Context: an optimization exercise on an open-source flow, tuned for small area, a short achievable clock period and few clock cycles. The choices shown serve that exercise and are no tape-out recipe.
Where RTL was checked, it was by simulation tests only, not by an equivalence proof against the original.

// dsl_cmac
module dsl_cmac (
    input  wire         clk,
    input  wire         rst_n,         
    input  wire         key_load,
    input  wire [127:0] key,
    input  wire         in_valid,
    output wire         in_ready,
    input  wire [31:0]  in_data,
    input  wire         in_last,
    input  wire [1:0]   in_nbytes,     
    output reg          tag_valid,
    output wire [127:0] tag
);
    reg  [127:0] key_r;         
    reg          kz;            
    reg  [127:0] k1;            
    reg  [127:0] aes_st;        
    reg  [127:0] rk;            
    reg  [3:0]   rnd;           
    reg          kmode;         
    reg          waitx;         
    reg          cur_last;      
    reg  [95:0]  buf_w;
    reg  [1:0]   bcnt;          
    reg          bpad;          
    reg          bpad80;        
    reg          bvirt;         
    reg          blast;         
    reg          bkey;          
    reg          c_mix;         
    reg          c_shift;       
    reg          c_hold;        
    reg          c_rk;          
    reg          c_buf;         
    reg          c_ks_key;      
    reg          c_ks_rk;       
    reg          c_kfin;        
    reg          c_kl;          
    reg  [7:0]   rcon;          
    wire bfull3 = (bcnt == 2'd3);
    assign in_ready = bfull3 ? (c_buf && !bvirt) : !bpad;
    assign tag      = aes_st;
    wire take     = in_valid && in_ready;
    wire take_buf = take && !bfull3;
  ...
Settings: LEC_CHECK=0, CAP_MARGIN=20, CORE_MARGIN=2, CORE_UTILIZATION=40, CTS_BUF_LIST=sky130_fd_sc_hd__clkbuf_8 sky130_fd_sc_hd__clkbuf_16, CTS_CLUSTER_DIAMETER=100, CTS_CLUSTER_SIZE=20, PLACE_DENSITY=0.6, SETUP_SLACK_MARGIN=5.0, SLEW_MARGIN=20, SYNTH_HIERARCHICAL=1, SYNTH_MINIMUM_KEEP_SIZE=0; clock period 10.0 ns.
standard.sh (not shown) runs the stock make flow with config.mk's settings and CLKGATE_MAP_FILE= SYNTH_SCRIPT=/design/flow/synth_recipe.tcl, a recipe that flattens the netlist after the stock synthesis.
==> flow/flow/run.sh <==
#!/bin/bash
set -eu -o pipefail
bash standard.sh synth > synth.log 2>&1
bash standard.sh "BUFFER_PORTS_ARGS=-buffer_cell sky130_fd_sc_hd__buf_1" finish > layout.log 2>&1
Testbench counts at the start, summed over its fixed seeds: cycles 77,494.
Edit:
--- a/flow/design.v
+++ b/flow/design.v
@@ -218,34 +218,35 @@
                 for (b = 0; b < 8; b = b + 1) begin : g_bit
                     cm_xor2  u_k (.a(a[(j + 1) % 4][b]), .b(round_key[127 - 32*i - 8*j - (7 - b)]), .y(k[j][b]));
                     cm_xor2  u_q (.a(k[j][b]), .b(p[(j + 2) % 4][b]), .y(q[j][b]));
                     cm_xnor2 u_o (.a(q[j][b]), .b(x[j][b]), .y(mixed_n[127 - 32*i - 8*j - (7 - b)]));
                 end
             end
         end
     endgenerate
 endmodule
 module aes_key_step (
     input  wire [127:0] key_in,
+    input  wire [31:0]  w3_sbox,      
     input  wire [7:0]   rcon,
     output wire [127:0] key_out
 );
     wire [31:0] w0 = key_in[127:96];
     wire [31:0] w1 = key_in[95:64];
     wire [31:0] w2 = key_in[63:32];
     wire [31:0] w3 = key_in[31:0];
     wire [31:0] sw;
-    aes_sbox u_s0 (.x(w3[23:16]), .y(sw[31:24]));
-    aes_sbox u_s1 (.x(w3[15:8]),  .y(sw[23:16]));
-    aes_sbox u_s2 (.x(w3[7:0]),   .y(sw[15:8]));
-    aes_sbox u_s3 (.x(w3[31:24]), .y(sw[7:0]));
+    aes_sbox u_s0 (.x(w3_sbox[23:16]), .y(sw[31:24]));
+    aes_sbox u_s1 (.x(w3_sbox[15:8]),  .y(sw[23:16]));
+    aes_sbox u_s2 (.x(w3_sbox[7:0]),   .y(sw[15:8]));
+    aes_sbox u_s3 (.x(w3_sbox[31:24]), .y(sw[7:0]));
     wire [31:0] w0r = w0 ^ {rcon, 24'd0};
     wire [31:0] c12, c123, n0, n1, n2, n3;
     genvar i;
     generate
         for (i = 0; i < 32; i = i + 1) begin : g_x
             cm_xor2 u_c12  (.a(w1[i]),   .b(w2[i]), .y(c12[i]));
             cm_xor2 u_c123 (.a(c12[i]),  .b(w3[i]), .y(c123[i]));
             cm_xor2 u_n0   (.a(w0r[i]),  .b(sw[i]), .y(n0[i]));
             cm_xor2 u_n1   (.a(n0[i]),   .b(w1[i]), .y(n1[i]));
             cm_xor2 u_n2   (.a(n0[i]),   .b(c12[i]), .y(n2[i]));
             cm_xor2 u_n3   (.a(n0[i]),   .b(c123[i]), .y(n3[i]));
@@ -284,22 +285,23 @@
     reg          bkey;          
     reg          c_mix;         
     reg          c_shift;       
     reg          c_hold;        
     reg          c_rk;          
     reg          c_buf;         
     reg          c_ks_key;      
     reg          c_ks_rk;       
     reg          c_kfin;        
     reg          c_kl;          
     reg  [7:0]   rcon;          
+    reg  [31:0]  ks_w3;         
     wire bfull3 = (bcnt == 2'd3);
     assign in_ready = bfull3 ? (c_buf && !bvirt) : !bpad;
     assign tag      = aes_st;
     wire take     = in_valid && in_ready;
     wire take_buf = take && !bfull3;
     wire load     = c_buf && (bvirt || in_valid);
     reg [31:0] wport;           
     always @* begin
         wport = in_data;
         if (in_last) begin
             case (in_nbytes)
@@ -333,23 +335,23 @@
     wire [127:0] oth = (c_shift ? shifted : 128'h0) | (c_hold ? aes_st : 128'h0);
     wire [127:0] oth_n, st_next;
     genvar gi;
     generate
         for (gi = 0; gi < 128; gi = gi + 1) begin : g_st
             cm_xnor2 u_x (.a(oth[gi]), .b(opb[gi]), .y(oth_n[gi]));
             cm_mux2i u_a (.a(oth_n[gi]), .b(mixed_n[gi]), .s(c_mix), .y(st_next[gi]));
         end
     endgenerate
     wire [127:0] rk_next;
     wire [127:0] ks_in = (c_ks_key ? key_r : 128'h0) | (c_ks_rk ? rk : 128'h0);
-    aes_key_step u_ks (.key_in(ks_in), .rcon(rcon), .key_out(rk_next));
+    aes_key_step u_ks (.key_in(ks_in), .w3_sbox(ks_w3), .rcon(rcon), .key_out(rk_next));
     wire [127:0] l_dbl = {aes_st[126:0], 1'b0} ^ (aes_st[127] ? 128'h87 : 128'h0);
     wire fin     = c_shift;     
     wire running = c_rk;        
     wire restart = key_load || !rst_n;    
     reg  [3:0] n_rnd;
     reg        n_kz, n_kmode, n_waitx, n_cur_last;
     reg  [1:0] n_bcnt;
     reg        n_bpad, n_bpad80, n_bvirt, n_blast, n_bkey;
     always @* begin
         n_kz    = key_load ? 1'b0 : kz;
         n_kmode = load ? bkey : (fin ? 1'b0 : kmode);
@@ -428,22 +430,23 @@
         bpad80   <= n_bpad80;
         bvirt    <= n_bvirt;
         blast    <= n_blast;
         bkey     <= n_bkey;
         c_mix    <= n_running && !n_fin;
         c_shift  <= n_fin;
         c_hold   <= n_waitx && !n_running;
         c_rk     <= n_running;
         c_buf    <= n_load;
         c_ks_key <= n_load && !n_kz;
         c_ks_rk  <= !n_load;
+        ks_w3    <= ((n_load && !n_kz) ? key_r[31:0] : 32'h0) | (!n_load ? rk_next[31:0] : 32'h0);
         c_kfin   <= n_fin && n_kmode;
         c_kl     <= c_kfin && !restart;
         rcon     <= n_rcon;
         if (key_load)
             key_r <= key;
         if (!rst_n)
             tag_valid <= 1'b0;
         else
             tag_valid <= fin && cur_last && !kmode;
     end
 endmodule
=> Design area climbs by 1.7%; routed wire length rose by 3.3%; worst setup slack gets worse by 0.056 ns; final cell count rose by 2.6%; global-route usage climbs by 0.77 points; sequential share of layout area increases by 0.53 points.
The RTL of the second run of this note was laid out without a check of its function.

==> port drivers added, routing unchanged <==
The results above use ideal ports. As a check the final layouts listed here were re-extracted and re-timed, cells and wires unchanged. Step 1 sets driving cells, clkbuf_16 on the clock port and buf_2 on the other inputs (assumed; they add their load-dependent delay and slew). Step 2 moves the port delays by t, midway between the first and last clock arrival at a register: inputs arrive t later, outputs are due t later. That takes back most of the time a late clock gives input paths. Slacks: ideal ports / drivers / drivers and shift; pairs: ideal ports / drivers.
run | t, ns | setup WS [ns] | hold WS [ns] | clock arrival spread, ns | pins driven straight from the clock port
the first run | 0.713 | 5.089 / 5.089 / 4.526 | 0.464 / 0.464 / 0.464 | 0.042 / 0.042 | 1
the second run | 0.746 | 5.033 / 5.012 / 4.266 | 0.471 / 0.471 / 0.471 | 0.064 / 0.063 | 1
After both steps every run listed still meets setup and hold. For the second run, which loses most, drivers alone change the setup slack by -0.021 ns; drivers and shift together by -0.767 ns.
